This design comes from an exercise in tuning for small area, a short achievable clock period and few clock cycles per item on the open sky130 flow, not from production work.
At most, simulation tests tie the RTL to the original design; equivalence was not proved.

## 04-07
==> module aes_core, before the edit <==
module aes_core (
    input  wire         clk,
    input  wire         rst,       
    input  wire         start,     
    input  wire         key_256,   
    input  wire [255:0] key,
    input  wire [127:0] din,       
    output wire         ready,     
    output reg          done,      
    output reg  [127:0] dout
);
    reg [127:0] st0;                     
    reg [127:0] ka0, kb0;
    reg         v0, is256_0;
    reg [3:0]   rnd0;
    reg [127:0] x1;                      
    reg [63:0]  m1;                      
    reg [31:0]  kw1;                     
    reg [15:0]  km1;                     
    reg [127:0] ka1, kb1;
    reg         v1, is256_1;
    reg [3:0]   rnd1;
    reg [271:0] q2;                      
    reg [67:0]  kq2;                     
    reg [127:0] ka2, kb2;
    reg         v2, is256_2;
    reg [3:0]   rnd2;
    reg         rdy;                     
    assign ready = rdy;
    genvar gi;
    wire [127:0] xa = st0 ^ ka0;
    wire [63:0]  ma;
    generate
        for (gi = 0; gi < 16; gi = gi + 1) begin : g_s1
            aes_sbox_p1 u_s1 (.a(xa[127-8*gi -: 8]), .m(ma[63-4*gi -: 4]));
        end
    endgenerate
    wire        rot0 = ~is256_0 | rnd0[0];
    wire [31:0] kwa  = rot0 ? {kb0[23:0], kb0[31:24]} : kb0[31:0];
    wire [15:0] kma;
    generate
        for (gi = 0; gi < 4; gi = gi + 1) begin : g_ks1
            aes_sbox_p1 u_ks1 (.a(kwa[31-8*gi -: 8]), .m(kma[15-4*gi -: 4]));
        end
    endgenerate
    wire [271:0] qa;
    generate
        for (gi = 0; gi < 16; gi = gi + 1) begin : g_s2
            aes_sbox_p2 u_s2 (.a(x1[127-8*gi -: 8]), .m(m1[63-4*gi -: 4]), .p(qa[271-17*gi -: 17]));
        end
    endgenerate
    wire [67:0] kqa;
    generate
        for (gi = 0; gi < 4; gi = gi + 1) begin : g_ks2
            aes_sbox_p2 u_ks2 (.a(kw1[31-8*gi -: 8]), .m(km1[15-4*gi -: 4]), .p(kqa[67-17*gi -: 17]));
        end
    endgenerate
    wire [127:0] sb;
    generate
        for (gi = 0; gi < 16; gi = gi + 1) begin : g_s3
            aes_sbox_p3 u_s3 (.p(q2[271-17*gi -: 17]), .y(sb[127-8*gi -: 8]));
        end
    endgenerate
    wire [127:0] sr;
    generate
        for (gi = 0; gi < 16; gi = gi + 1) begin : g_shift
            localparam integer R = gi % 4;
            localparam integer C = gi / 4;
            localparam integer SRC = 4 * ((C + R) % 4) + R;
            assign sr[127-8*gi -: 8] = sb[127-8*SRC -: 8];
        end
    endgenerate
    function [7:0] xtime;
        input [7:0] b;
        xtime = {b[6:0], 1'b0} ^ (b[7] ? 8'h1b : 8'h00);
    endfunction
    function [31:0] mix_column;
        input [31:0] c;
        reg [7:0] a0, a1, a2, a3;
        begin
            a0 = c[31:24]; a1 = c[23:16]; a2 = c[15:8]; a3 = c[7:0];
            mix_column[31:24] = xtime(a0 ^ a1) ^ a1 ^ a2 ^ a3;
            mix_column[23:16] = xtime(a1 ^ a2) ^ a0 ^ a2 ^ a3;
            mix_column[15:8]  = xtime(a2 ^ a3) ^ a0 ^ a1 ^ a3;
            mix_column[7:0]   = xtime(a3 ^ a0) ^ a0 ^ a1 ^ a2;
        end
    endfunction
    wire [127:0] mc = {mix_column(sr[127:96]), mix_column(sr[95:64]),
                       mix_column(sr[63:32]),  mix_column(sr[31:0])};
    wire [31:0] sw;
    generate
        for (gi = 0; gi < 4; gi = gi + 1) begin : g_ks3
            aes_sbox_p3 u_ks3 (.p(kq2[67-17*gi -: 17]), .y(sw[31-8*gi -: 8]));
        end
    endgenerate
    reg  [7:0]  rc;
    always @(*) begin
        case ({is256_2, rnd2})
            5'h01: rc = 8'h01;
            5'h02: rc = 8'h02;
            5'h03: rc = 8'h04;
            5'h04: rc = 8'h08;
            5'h05: rc = 8'h10;
            5'h06: rc = 8'h20;
            5'h07: rc = 8'h40;
            5'h08: rc = 8'h80;
            5'h09: rc = 8'h1b;
            5'h0a: rc = 8'h36;
            5'h11: rc = 8'h01;
            5'h13: rc = 8'h02;
            5'h15: rc = 8'h04;
            5'h17: rc = 8'h08;
            5'h19: rc = 8'h10;
            5'h1b: rc = 8'h20;
            5'h1d: rc = 8'h40;
            default: rc = 8'h00;
        endcase
    end
    wire [31:0] p0   = ka2[127:96] ^ {rc, 24'h0};
    wire [31:0] p1   = p0 ^ ka2[95:64];
    wire [31:0] p2   = p0 ^ (ka2[95:64] ^ ka2[63:32]);
    wire [31:0] p3   = p0 ^ (ka2[95:64] ^ ka2[63:32] ^ ka2[31:0]);
    wire [127:0] pfx  = {p0, p1, p2, p3};
    wire [127:0] rk_early = is256_2 ? kb2 : pfx;
    wire [31:0]  sw_rk    = sw & {32{~is256_2}};
    wire [31:0]  sw_ka    = sw & {32{~is256_2 & ~rdy}};
    wire [31:0]  sw_kb    = sw & {32{~rdy}};
    wire [127:0] ka_early = rdy ? key[255:128] : rk_early;
    wire [127:0] kb_early = rdy ? {key[127:32], key_256 ? key[31:0] : key[159:128]} : pfx;
    wire fin0 = (rnd0 == (is256_0 ? 4'd14 : 4'd10));
    wire fin1 = (rnd1 == (is256_1 ? 4'd14 : 4'd10));
    wire fin2 = (rnd2 == (is256_2 ? 4'd14 : 4'd10));
    always @(posedge clk) begin
        x1      <= xa;
        m1      <= ma;
        kw1     <= kwa;
        km1     <= kma;
        ka1     <= ka0;
        kb1     <= kb0;
        is256_1 <= is256_0;
        rnd1    <= rnd0;
        q2      <= qa;
        kq2     <= kqa;
        ka2     <= ka1;
        kb2     <= kb1;
        is256_2 <= is256_1;
        rnd2    <= rnd1;
        dout <= sr ^ rk_early ^ {4{sw_rk}};
        ka0  <= ka_early ^ {4{sw_ka}};
        kb0  <= kb_early ^ {4{sw_kb}};
        if (rdy) begin
            st0     <= din;
            is256_0 <= key_256;
            rnd0    <= 4'd1;
        end else begin
            st0     <= mc;
            is256_0 <= is256_2;
            rnd0    <= rnd2 + 4'd1;
        end
    end
    wire late_p0 = rdy ? (start & key_256)                  
                       : (v2 & ~fin2 & is256_2 & (rnd2 < 4'd4));
    wire late_p1 = v0 & is256_0 & (rnd0 < 4'd5);            
    wire slot    = ~v1 | fin1;                              
    always @(posedge clk) begin
        if (rst) begin
            v0   <= 1'b0;
            v1   <= 1'b0;
            v2   <= 1'b0;
            done <= 1'b0;
            rdy  <= 1'b1;
        end else begin
            v0   <= rdy ? start : (v2 & ~fin2);
            v1   <= v0;
            v2   <= v1;
            done <= v2 & fin2;
            rdy  <= slot & ~late_p0 & ~late_p1;
        end
    end
endmodule
==> flow/config.mk <==
export PLATFORM = sky130hd
export DESIGN_NAME = aes_core
export DESIGN_NICKNAME = aes_core
export VERILOG_FILES = /design/flow/design.v
export SDC_FILE = /design/flow/constraint.sdc
export NUM_CORES = 4
export LEC_CHECK = 0
export ABC_CLOCK_PERIOD_IN_PS = 2400
export CAP_MARGIN = 20
export CORE_MARGIN = 2
export CORE_UTILIZATION = 55
export CTS_CLUSTER_DIAMETER = 100
export CTS_CLUSTER_SIZE = 24
export SETUP_SLACK_MARGIN = 4.6
export SLEW_MARGIN = 20
export TNS_END_PERCENT = 0
==> flow/constraint.sdc <==
create_clock -name core_clock -period 7.0 [get_ports {clk}]
set_input_delay 1.4000 -clock core_clock [delete_from_list [all_inputs] [get_ports {clk}]]
set_output_delay 1.4000 -clock core_clock [all_outputs]
set_load 0.01 [all_outputs]
run.sh (not shown) runs the stock make flow with config.mk's settings and CLKGATE_MAP_FILE= SYNTH_SCRIPT=/design/flow/synth_recipe.tcl, a recipe that flattens the netlist after the stock synthesis.
04-07 finished all stages; the layout is clean.
Testbench counts of 04-07, summed over its fixed seeds: cycles 97,597, blocks 8,000.
Edits applied to the flow inputs when going from 04-07 to 11-28:
--- a/flow/design.v
+++ b/flow/design.v
@@ -369,6 +369,7 @@
     reg [127:0] ka0, kb0;
     reg         v0, is256_0;
     reg [3:0]   rnd0;
+    reg [7:0]   rcon0;
     reg [127:0] x1;                      
     reg [63:0]  m1;                      
     reg [31:0]  kw1;                     
@@ -376,11 +377,13 @@
     reg [127:0] ka1, kb1;
     reg         v1, is256_1;
     reg [3:0]   rnd1;
+    reg [7:0]   rcon1;
     reg [271:0] q2;                      
     reg [67:0]  kq2;                     
     reg [127:0] ka2, kb2;
     reg         v2, is256_2;
     reg [3:0]   rnd2;
+    reg [7:0]   rcon2;
     reg         rdy;                     
     assign ready = rdy;
     genvar gi;
@@ -449,29 +452,8 @@
             aes_sbox_p3 u_ks3 (.p(kq2[67-17*gi -: 17]), .y(sw[31-8*gi -: 8]));
         end
     endgenerate
-    reg  [7:0]  rc;
-    always @(*) begin
-        case ({is256_2, rnd2})
-            5'h01: rc = 8'h01;
-            5'h02: rc = 8'h02;
-            5'h03: rc = 8'h04;
-            5'h04: rc = 8'h08;
-            5'h05: rc = 8'h10;
-            5'h06: rc = 8'h20;
-            5'h07: rc = 8'h40;
-            5'h08: rc = 8'h80;
-            5'h09: rc = 8'h1b;
-            5'h0a: rc = 8'h36;
-            5'h11: rc = 8'h01;
-            5'h13: rc = 8'h02;
-            5'h15: rc = 8'h04;
-            5'h17: rc = 8'h08;
-            5'h19: rc = 8'h10;
-            5'h1b: rc = 8'h20;
-            5'h1d: rc = 8'h40;
-            default: rc = 8'h00;
-        endcase
-    end
+    wire        rot2 = ~is256_2 | rnd2[0];
+    wire [7:0]  rc   = rot2 ? rcon2 : 8'h00;
     wire [31:0] p0   = ka2[127:96] ^ {rc, 24'h0};
     wire [31:0] p1   = p0 ^ ka2[95:64];
     wire [31:0] p2   = p0 ^ (ka2[95:64] ^ ka2[63:32]);
@@ -495,12 +477,14 @@
         kb1     <= kb0;
         is256_1 <= is256_0;
         rnd1    <= rnd0;
+        rcon1   <= rcon0;
         q2      <= qa;
         kq2     <= kqa;
         ka2     <= ka1;
         kb2     <= kb1;
         is256_2 <= is256_1;
         rnd2    <= rnd1;
+        rcon2   <= rcon1;
         dout <= sr ^ rk_early ^ {4{sw_rk}};
         ka0  <= ka_early ^ {4{sw_ka}};
         kb0  <= kb_early ^ {4{sw_kb}};
@@ -508,10 +492,12 @@
             st0     <= din;
             is256_0 <= key_256;
             rnd0    <= 4'd1;
+            rcon0   <= 8'h01;
         end else begin
             st0     <= mc;
             is256_0 <= is256_2;
             rnd0    <= rnd2 + 4'd1;
+            rcon0   <= rot2 ? xtime(rcon2) : rcon2;
         end
     end
     wire late_p0 = rdy ? (start & key_256)                  
==> comparison <==
- On 11-28: final design utilization is 0.34 points lower than what 04-07 gave.
- 04-07 → 11-28: flip-flop and latch count shows an increase of 16; area of the core shows an increase of 1400 µm².
- Number of buffer and inverter stages on the critical path ends up lower on 04-07.
- Between 04-07 and 11-28, the part of the Yosys area used for sequential elements does not differ in any meaningful way.
- Diff 04-07..11-28 | number of nets in the layout | negligible
- Run comparison: 11-28 end point of the critical path dout[61]; 04-07 end point of the critical path ka0[25]
- Against 04-07, 11-28 reports a critical path depth that is lower.
- NOTE routed wire length 04-07->11-28 increased slightly
- Per the comparison of 11-28 with 04-07, initial cell density of the core fell by 0.19 points, highest attainable clock frequency stayed essentially flat, number of buffers inserted during clock tree synthesis rose by 2.6%, final cell count rose by 50.
- | clock buffer count in the final layout | lower: 04-07 |
- Hold slack (higher): 04-07
No functional check of the RTL was part of 11-28.

[port drivers added, routing unchanged]
The results above use ideal ports. As a check the final layouts listed here were re-extracted and re-timed, cells and wires unchanged.
Step 1 assumes that a clkbuf_16 drives the clock port and a buf_2 every other input.
Step 2 also shifts input and output timing later by t, the mid clock arrival at the registers, as if the neighbouring blocks saw the same clock.
a / b / c = ideal ports / drivers / drivers and shift; a / b = the first two.
run	t (ns)	setup slack, ns	hold slack, ns	worst data-port slew with drivers (ns)	pins driven straight from the clock port
04-07	0.785	4.351 / 4.291 / 4.142	0.325 / 0.325 / 0.325	0.08	1
11-28	0.784	4.348 / 4.261 / 4.289	0.311 / 0.311 / 0.311	0.12	1
After both steps every run listed still meets setup and hold. The setup slack of 04-07, which loses most, moves by -0.060 ns with the drivers and by -0.209 ns with both steps.
